Context: an optimization exercise on an open-source flow, tuned for small area, a short achievable clock period and few clock cycles. The choices shown serve that exercise and are no tape-out recipe.
Only simulation tests tie the RTL to the original design; equivalence was not proved.
Power figures rest on the tool's default switching activity, not on a simulated workload.

==> design/flow/design.v <==
module cv_engine (
    input  wire        clk,
    input  wire        rst,
    input  wire        go,
    input  wire [1:0]  cfg_poly,
    input  wire        cfg_mode,       
    input  wire        cfg_cont,
    input  wire [1:0]  cfg_awidth,
    input  wire [31:0] cfg_init,
    input  wire [24:0] cfg_len,
    input  wire [8:0]  cfg_count,
    input  wire [11:0] cfg_crcoff,
    input  wire [11:0] cfg_aoff,
    input  wire        ctx_we,
    input  wire [31:0] ctx_run,
    input  wire [31:0] ctx_alast,
    input  wire        ctx_avalid,
    input  wire [3:0]  err_clr,
    input  wire        in_valid,
    input  wire [31:0] in_data,
    output wire        in_ready,
    output wire        busy,
    output reg         done,
    output reg  [1:0]  result,
    output reg  [8:0]  donemsg,
    output reg  [31:0] run_val,
    output reg  [31:0] crc_result,
    output reg  [31:0] alast,
    output reg         avalid,
    output reg  [15:0] cnt_ok,
    output reg  [15:0] cnt_crcerr,
    output reg  [15:0] cnt_repeat,
    output reg  [15:0] cnt_jump,
    output reg  [3:0]  err
);
    function [31:0] width_mask(input [1:0] poly);
        case (poly)
            2'd2:    width_mask = 32'h0000FFFF;
            2'd3:    width_mask = 32'h000000FF;
            default: width_mask = 32'hFFFFFFFF;
        endcase
    endfunction
    function [2:0] crc_bytes(input [1:0] poly);
        case (poly)
            2'd2:    crc_bytes = 3'd2;
            2'd3:    crc_bytes = 3'd1;
            default: crc_bytes = 3'd4;
        endcase
    endfunction
    function [2:0] alive_bytes(input [1:0] aw);
        case (aw)
            2'd1:    alive_bytes = 3'd1;
            2'd2:    alive_bytes = 3'd2;
            2'd3:    alive_bytes = 3'd4;
            default: alive_bytes = 3'd0;
        endcase
    endfunction
    function [31:0] crc_byte(input [31:0] c_in, input [7:0] b, input [1:0] poly);
        integer i;
        reg [31:0] c;
        begin
            c = c_in;
            case (poly)
                2'd0, 2'd1: begin
                    c = c ^ {24'd0, b};
                    for (i = 0; i < 8; i = i + 1)
                        c = c[0] ? ((c >> 1) ^ (poly == 2'd0 ? 32'hEDB88320 : 32'h82F63B78))
                                 : (c >> 1);
                end
                2'd2: begin
                    c = {16'd0, c[15:0] ^ {b, 8'd0}};
                    for (i = 0; i < 8; i = i + 1)
                        c = c[15] ? {16'd0, c[14:0], 1'b0} ^ 32'h1021 : {16'd0, c[14:0], 1'b0};
                end
                default: begin
                    c = {24'd0, c[7:0] ^ b};
                    for (i = 0; i < 8; i = i + 1)
                        c = c[7] ? {24'd0, c[6:0], 1'b0} ^ 32'h1D : {24'd0, c[6:0], 1'b0};
                end
            endcase
            crc_byte = c;
        end
    endfunction
    function [31:0] crc_final(input [31:0] c, input [1:0] poly);
        case (poly)
            2'd2:    crc_final = {16'd0, c[15:0]};
            2'd3:    crc_final = {24'd0, c[7:0] ^ 8'hFF};
            default: crc_final = ~c;
        endcase
    endfunction
    wire [12:0] cfg_crc_end   = {1'b0, cfg_crcoff} + {10'd0, crc_bytes(cfg_poly)};
    wire [12:0] cfg_alive_end = {1'b0, cfg_aoff} + {10'd0, alive_bytes(cfg_awidth)};
    wire cfg_bad_stream = (cfg_len == 25'd0) || (cfg_len > 25'h1000000);
    wire cfg_bad_msg    = (cfg_len < 25'd8) || (cfg_len > 25'd4096) ||
                          (cfg_count == 9'd0) || (cfg_count > 9'd256) ||
                          ({12'd0, cfg_crc_end} > cfg_len) ||
                          ((cfg_awidth != 2'd0) && ({12'd0, cfg_alive_end} > cfg_len));
    wire cfg_bad = cfg_mode ? cfg_bad_msg : cfg_bad_stream;
    reg        busy_q;
    reg [1:0]  poly_q;
    reg        mode_q;
    reg [1:0]  aw_q;
    reg [31:0] init_q;
    reg [24:0] len_q;
    reg [11:0] crcoff_q;
    reg [11:0] aoff_q;
    reg [8:0]  msgs_left_q;      
    reg [24:0] off_q;            
    reg [24:0] fetch_left_q;     
    reg [31:0] crc_q;
    reg [31:0] stored_q;         
    reg [31:0] alive_q;          
    reg [31:0] buf_q;
    reg [2:0]  buf_n_q;          
    assign busy = busy_q;
    wire       have_byte = busy_q && (buf_n_q != 3'd0);
    wire [7:0] byte_in   = buf_q[7:0];
    assign in_ready = busy_q && (fetch_left_q != 25'd0) && (buf_n_q <= 3'd1);
    wire       fetch     = in_valid && in_ready;
    wire [24:0] crc_rel   = off_q - {13'd0, crcoff_q};
    wire [24:0] alive_rel = off_q - {13'd0, aoff_q};
    wire in_crc_field   = (off_q >= {13'd0, crcoff_q}) && (crc_rel < {22'd0, crc_bytes(poly_q)});
    wire in_alive_field = (aw_q != 2'd0) && (off_q >= {13'd0, aoff_q}) &&
                          (alive_rel < {22'd0, alive_bytes(aw_q)});
    wire in_crc_cover   = mode_q ? (off_q < {13'd0, crcoff_q}) : 1'b1;
    reg [31:0] stored_nx, alive_nx;
    always @(*) begin
        stored_nx = stored_q;
        alive_nx  = alive_q;
        if (in_crc_field)   stored_nx[8 * crc_rel[1:0] +: 8]  = byte_in;
        if (in_alive_field) alive_nx[8 * alive_rel[1:0] +: 8] = byte_in;
    end
    wire [31:0] crc_upd  = crc_byte(crc_q, byte_in, poly_q);
    wire [31:0] crc_nx   = in_crc_cover ? crc_upd : crc_q;
    wire        last_of_unit = (off_q == len_q - 25'd1);
    wire [31:0] wmask     = width_mask(poly_q);
    wire [31:0] msg_fin   = crc_final(crc_q, poly_q);
    wire        msg_match = ((stored_nx & wmask) == msg_fin);
    reg  [31:0] amask;
    always @(*) begin
        case (aw_q)
            2'd1:    amask = 32'h000000FF;
            2'd2:    amask = 32'h0000FFFF;
            default: amask = 32'hFFFFFFFF;
        endcase
    end
    wire [31:0] acnt      = alive_nx & amask;
    wire        a_ok      = (acnt == ((alast + 32'd1) & amask));
    wire        a_repeat  = (acnt == (alast & amask));
    always @(posedge clk) begin
        if (rst) begin
            busy_q       <= 1'b0;
            poly_q       <= 2'd1;
            mode_q       <= 1'b0;
            aw_q         <= 2'd0;
            init_q       <= 32'hFFFFFFFF;
            len_q        <= 25'd0;
            crcoff_q     <= 12'd0;
            aoff_q       <= 12'd0;
            msgs_left_q  <= 9'd0;
            off_q        <= 25'd0;
            fetch_left_q <= 25'd0;
            crc_q        <= 32'd0;
            stored_q     <= 32'd0;
            alive_q      <= 32'd0;
            buf_q        <= 32'd0;
            buf_n_q      <= 3'd0;
            done         <= 1'b0;
            result       <= 2'd0;
            donemsg      <= 9'd0;
            run_val      <= 32'd0;
            crc_result   <= 32'd0;
            alast        <= 32'd0;
            avalid       <= 1'b0;
            cnt_ok       <= 16'd0;
            cnt_crcerr   <= 16'd0;
            cnt_repeat   <= 16'd0;
            cnt_jump     <= 16'd0;
            err          <= 4'd0;
        end else begin
            done <= 1'b0;
            err  <= err & ~err_clr;
            if (!busy_q && ctx_we) begin
                run_val <= ctx_run;
                alast   <= ctx_alast;
                avalid  <= ctx_avalid;
            end
            if (!busy_q && go) begin
                if (cfg_bad) begin
                    done    <= 1'b1;
                    result  <= 2'd1;
                    donemsg <= 9'd0;
                    err[3]  <= 1'b1;
                end else begin
                    busy_q       <= 1'b1;
                    result       <= 2'd0;
                    donemsg      <= 9'd0;
                    poly_q       <= cfg_poly;
                    mode_q       <= cfg_mode;
                    aw_q         <= cfg_mode ? cfg_awidth : 2'd0;
                    init_q       <= cfg_init & width_mask(cfg_poly);
                    len_q        <= cfg_len;
                    crcoff_q     <= cfg_crcoff;
                    aoff_q       <= cfg_aoff;
                    msgs_left_q  <= cfg_mode ? cfg_count : 9'd1;
                    off_q        <= 25'd0;
                    fetch_left_q <= cfg_mode ? cfg_len * cfg_count : cfg_len;
                    stored_q     <= 32'd0;
                    alive_q      <= 32'd0;
                    buf_n_q      <= 3'd0;
                    if (!cfg_mode && cfg_cont)
                        crc_q <= run_val & width_mask(cfg_poly);
                    else
                        crc_q <= cfg_init & width_mask(cfg_poly);
                end
            end
            if (have_byte) begin
                buf_q   <= buf_q >> 8;
                buf_n_q <= buf_n_q - 3'd1;
                crc_q    <= crc_nx;
                stored_q <= stored_nx;
                alive_q  <= alive_nx;
                off_q    <= off_q + 25'd1;
                if (last_of_unit) begin
                    off_q <= 25'd0;
                    if (!mode_q) begin
                        run_val    <= crc_nx;
                        crc_result <= crc_final(crc_nx, poly_q);
                    end else begin
                        run_val    <= crc_q;
                        crc_result <= msg_fin;
                        crc_q      <= init_q;
                        stored_q   <= 32'd0;
                        alive_q    <= 32'd0;
                        donemsg    <= donemsg + 9'd1;
                        if (!msg_match) begin
                            if (cnt_crcerr != 16'hFFFF) cnt_crcerr <= cnt_crcerr + 16'd1;
                            err[0] <= 1'b1;
                        end else if (aw_q != 2'd0) begin
                            if (!avalid) begin
                                alast  <= acnt;
                                avalid <= 1'b1;
                            end else if (a_ok) begin
                                alast  <= acnt;
                                if (cnt_ok != 16'hFFFF) cnt_ok <= cnt_ok + 16'd1;
                            end else if (a_repeat) begin
                                if (cnt_repeat != 16'hFFFF) cnt_repeat <= cnt_repeat + 16'd1;
                                err[1] <= 1'b1;
                            end else begin
                                alast  <= acnt;
                                if (cnt_jump != 16'hFFFF) cnt_jump <= cnt_jump + 16'd1;
                                err[2] <= 1'b1;
                            end
                        end
                    end
                    msgs_left_q <= msgs_left_q - 9'd1;
                    if (msgs_left_q == 9'd1) begin
                        busy_q <= 1'b0;
                        done   <= 1'b1;
                        err[3] <= 1'b1;
                    end
                end
            end
            if (fetch) begin
                buf_q        <= in_data;
                buf_n_q      <= (fetch_left_q >= 25'd4) ? 3'd4 : fetch_left_q[2:0];
                fetch_left_q <= (fetch_left_q >= 25'd4) ? fetch_left_q - 25'd4 : 25'd0;
            end
        end
    end
endmodule
==> design/flow/run.sh <==
#!/bin/bash
# synth_recipe.tcl (not shown) runs the flow's synth.tcl, then flattens the netlist and writes it again
# the make line also repeats each setting of config.mk as NAME=value (left out here)
make -C /OpenROAD-flow-scripts/flow DESIGN_CONFIG=/design/flow/config.mk WORK_HOME=/design/flow/orfs CLKGATE_MAP_FILE= SYNTH_SCRIPT=/design/flow/synth_recipe.tcl finish
==> design/flow/config.mk <==
export PLATFORM = sky130hd
export DESIGN_NAME = cv_engine
export DESIGN_NICKNAME = cv_engine
export VERILOG_FILES = /design/flow/design.v
export SDC_FILE = /design/flow/constraint.sdc
export NUM_CORES = 4
export LEC_CHECK = 0
export CAP_MARGIN = 20
export CORE_MARGIN = 2
export CORE_UTILIZATION = 40
export SLEW_MARGIN = 20
==> design/flow/constraint.sdc <==
create_clock -name core_clock -period 10.0 [get_ports {clk}]
set_input_delay 2.0000 -clock core_clock [delete_from_list [all_inputs] [get_ports {clk}]]
set_output_delay 2.0000 -clock core_clock [all_outputs]
set_load 0.01 [all_outputs]
==> summary.txt <==
-- layout make-up --
| type | count | area (µm²) |
|---|---|---|
| clock inverters | 29 | 332 |
| fillers | 8957 | 46500 |
| flip-flops and latches | 453 | 9070 |
| diodes | 2 | 5.00 |
| inverters | 221 | 830 |
| clock buffers | 70 | 1490 |
| repair buffers | 441 | 4290 |
| multi-input cells | 3681 | 24700 |
| well taps | 1165 | 1460 |
-- power by group through the flow --
| stage | registers [mW] | logic (mW) | clock network (mW) |
|---|---|---|---|
| 2_1_floorplan | 1.96 | 2.27 | 0 |
| 3_3_place_gp | 1.99 | 3.07 | 0 |
| 3_5_place_dp | 1.99 | 3.08 | 0 |
| 4_1_cts | 1.95 | 3.10 | 2.11 |
| 5_1_grt | 1.96 | 3.46 | 2.17 |
| 6_report | 1.96 | 3.12 | 2.07 |
-- sequential cells by signal (all words and copies together), names as in the netlist, 3 cells and up --
register      flops
alast            32
alive_q          32
aoff_q           12
buf_n_q           3
buf_q            32
cnt_crcerr       16
cnt_jump         16
cnt_ok           16
cnt_repeat       16
crc_q            32
crc_result       32
crcoff_q         12
donemsg           9
err               4
fetch_left_q     25
init_q           32
len_q            25
msgs_left_q       9
off_q            25
run_val          32
stored_q         32
-- cell usage in the layout (no fill, tap or decap), types with 59 or more instances in the layout --
cell	count
clkdlybuf4s50_1	378
xnor2_1	217
inv_1	218
xor2_1	96
a21oi_1	356
and2_1	101
dfxtp_1	452
a22oi_1	87
nor2_1	472
nand3_1	140
fa_1	134
ha_1	122
nand2_1	655
o21ai_0	150
and3_1	109
a311oi_1	59
nor3_1	87
mux2i_1	75
buf_4	60
-- stage by stage --
step / util (%) / cells / area [µm²] / worst slack [ns] / hold WS [ns]
6_report: 47.6 / 6062 / 42200 / 1.80 / 0.451
5_1_grt: 47.6 / 6062 / 42200 / 1.35 / 0.468
3_3_place_gp: 45.5 / 5961 / 40300 / 1.34 / 0.442
4_1_cts: 47.5 / 6060 / 42100 / 1.90 / 0.451
2_1_floorplan: - / 4715 / 35900 / 2.36 / 0.432
3_5_place_dp: 45.5 / 5961 / 40300 / 1.26 / 0.442
-- tightest hold or removal path, stage by stage (launching register included) --
cell and delay [ns]:
dfxtp_1 0.31, nand2_1 0.05, a21oi_1 0.05
-- final timing paths --
check	start	to	slack, ns	cells after the start
max	cfg_count[2]	fetch_left_q[24]$_SDFFE_PP0P_	1.80	22
min	crc_result[22]$_SDFFE_PP0P_	crc_result[22]$_SDFFE_PP0P_	0.45	2
max reg2reg	off_q[0]$_SDFFE_PP0P_	cnt_repeat[15]$_SDFFE_PP0P_	2.08	20
min reg2reg	crc_result[22]$_SDFFE_PP0P_	crc_result[22]$_SDFFE_PP0P_	0.45	2
-- synth_stat cells (34+ instances only) --
cell type | instances | area [µm²]
and2_1 | 102 | 638
fa_1 | 134 | 2680
nor4_1 | 44 | 275
xnor2_1 | 217 | 1900
nor3_1 | 87 | 435
o21a_1 | 37 | 278
or3_1 | 44 | 275
nor2_1 | 474 | 1780
a22oi_1 | 87 | 653
a21oi_1 | 358 | 1790
a311oi_1 | 59 | 517
nand4_1 | 51 | 319
inv_1 | 218 | 818
xor2_1 | 96 | 841
dfxtp_1 | 453 | 9070
and3_1 | 109 | 682
o21ai_0 | 151 | 756
ha_1 | 122 | 1530
nand3_1 | 140 | 701
nand2_1 | 659 | 2470
a211oi_1 | 51 | 383
a22o_1 | 34 | 298
mux2i_1 | 75 | 751
mux2_2 | 39 | 439
a211o_1 | 37 | 324
clkbuf_1 | 304 | 1140
-- logic make-up after synthesis --
kind of cell	synth area share (%)
AOI/OAI and AO/OA	20.6
xor gates and xnor gates	7.96
adders and majority gates	11.7
buffers and inverters	6.24
DFF	25.3
muxes	3.32
other	0.0104
and+or+nand+nor	24.9
-- per-layer routing --
layer	wire [µm]	part of all wire (%)	GRT usage, %	up-vias
met2	58900	45	44.7	1366
met4	4420	3.4	8.85	18
met5	117	0.089	0	-
met1	58300	44	38.2	17012
met3	9980	7.6	4.55	258
li1	-	-	-	16802
==> out/results.txt <==
WP data required: 10.47 ns
most used cell, CP: fa_1
Setup-failing EPs final: 0
max incr delay on CP: 0.82 ns
Clock power frac: 29.0%
CORE AREA: 88,600 µm²
Total GRT Usage: 27.8%
peak supply drop: 157 µV
average size of a mapped cell: 7.61 µm²
GR Overflow Total: 0
total CTS buffers: 54
CTS H-tree depth: 2
syn nets: 5,173
final period utilization: 82.0%
Hold Vio Cnt, Final: 0
Seq pwr share: 27.4%
cells after synthesis: 4,715
worst slew pin tran: 1.20 ns
Leakage: 16.6 nW
flops & latches, synth: 453
TritonCTS clock tree: done
Psw: 2.75 mW
fmax: 122 MHz
final antenna-violating net count: 0
io pins: 381
drt drc: 0
asr flop ratio synth: 0%
Syn Std Cell Area: 35,900 µm²
Post-CTS Setup Inserts: 0
vias in the first global route: 33.9k
Placer Congestion: 0.926
Comb pwr share: 43.7%
initial antenna violation count: 11
Clock Sinks: 453
Root Driver: clkbuf_16
Via density: 5.85
Relative slew margins: 19.8%
Initial DRT Pass Iterations: 5
CP bufs+invs: 3
crit path capture type: register
Setup Total Neg Slack: 0 ns
Tmin final: 8.20 ns
# hold bufs at CTS: 0
status: no timing/DRC/antenna violations
family with the most delay on the worst path: compound AO/OA/AOI/OAI gates
Post-synth EDFFs: 0
max-capacitance violation count: 0
Final HPWL DP: 94,800 µm
Max Slew Vio Count: 0
first-pass GRT wire length: 202,000 µm
P per Cell Area: 170 nW/µm²
starting density of the core: 40.5%
Seq/Total Area, Yosys: 25.3%
Final #Nets: 5,310
DR vias: 35.5k
area delta synth->final: 17.5%
first-iteration detailed-routing DRC count: 3,183
number of gates resized after cts: 0
Worst-Skew Late Latency: 0.63 ns
die area: 92,100 µm²
clock buffer depth: 3
Yosys cell types: 94
largest net degree at the start of global routing: 155
IO Port Bufs: 379
Worst Path Arrival: 8.67 ns
crit-path max FO: 19
Ys Warns: 1
CP cell instances: clkdlybuf4s50_1 -> buf_4 -> nand2_1 -> fa_1 -> inv_1 -> fa_1 -> fa_1 -> fa_1 -> ha_1 -> a21boi_0 -> o21ai_0 -> a21boi_0 -> o21ai_0 -> a21boi_0 -> o31ai_1 -> a21oi_1 -> a41o_1 -> o41a_1 -> a311oi_1 -> xnor2_1 -> o31ai_1 -> o31ai_1
Pint: 4.40 mW
die span in x: 304 µm
Clock Skews: 0.0369 ns
Sw Share: 38.5%
layout cell share with drive strength beyond 1: 5.25%
Die Height: 304 µm
final WL: 132,000 µm
WL/cell: 21.7 µm
total power: 7.15 mW
crit path launch type: primary input
top_reg_cell synth: dfxtp_1
Slowest cell on crit path: clkdlybuf4s50_1
cell row count: 109
RSZ-0062 raised after global routing: false
Crit Path Category: in2reg
Worst Hold Class: reg2reg
Clock Pin Slew Worst Setup and Hold Paths: 0.06 ns
Testbench counts, summed over its fixed seeds: cycles 68,163.

[re-timing with driven ports]
The results above use ideal ports. As a check the final layout listed here was re-extracted and re-timed, cells and wires unchanged.
Step 1 assumes that a clkbuf_16 drives the clock port and a buf_2 every other input.
Step 2 adds t to the input delays and takes it off the output delays; t is the mean of the earliest and latest rising clock arrival at the registers after step 1. Input paths then give back, and output paths get back, about the clock's delay inside the block.
Three values: no drivers, after step 1, after step 2; two values: the first two.
t, ns: 0.688
slack for setup (ns): 1.801 / 1.780 / 1.093
hold slack, ns: 0.451 / 0.451 / 0.451
slew at the worst register clock pin (ns): 0.07 / 0.07
cell pins on the clock port's net: 1
After both steps this run still meets setup and hold. The setup slack of this run moves by -0.021 ns with the drivers and by -0.708 ns with both steps.
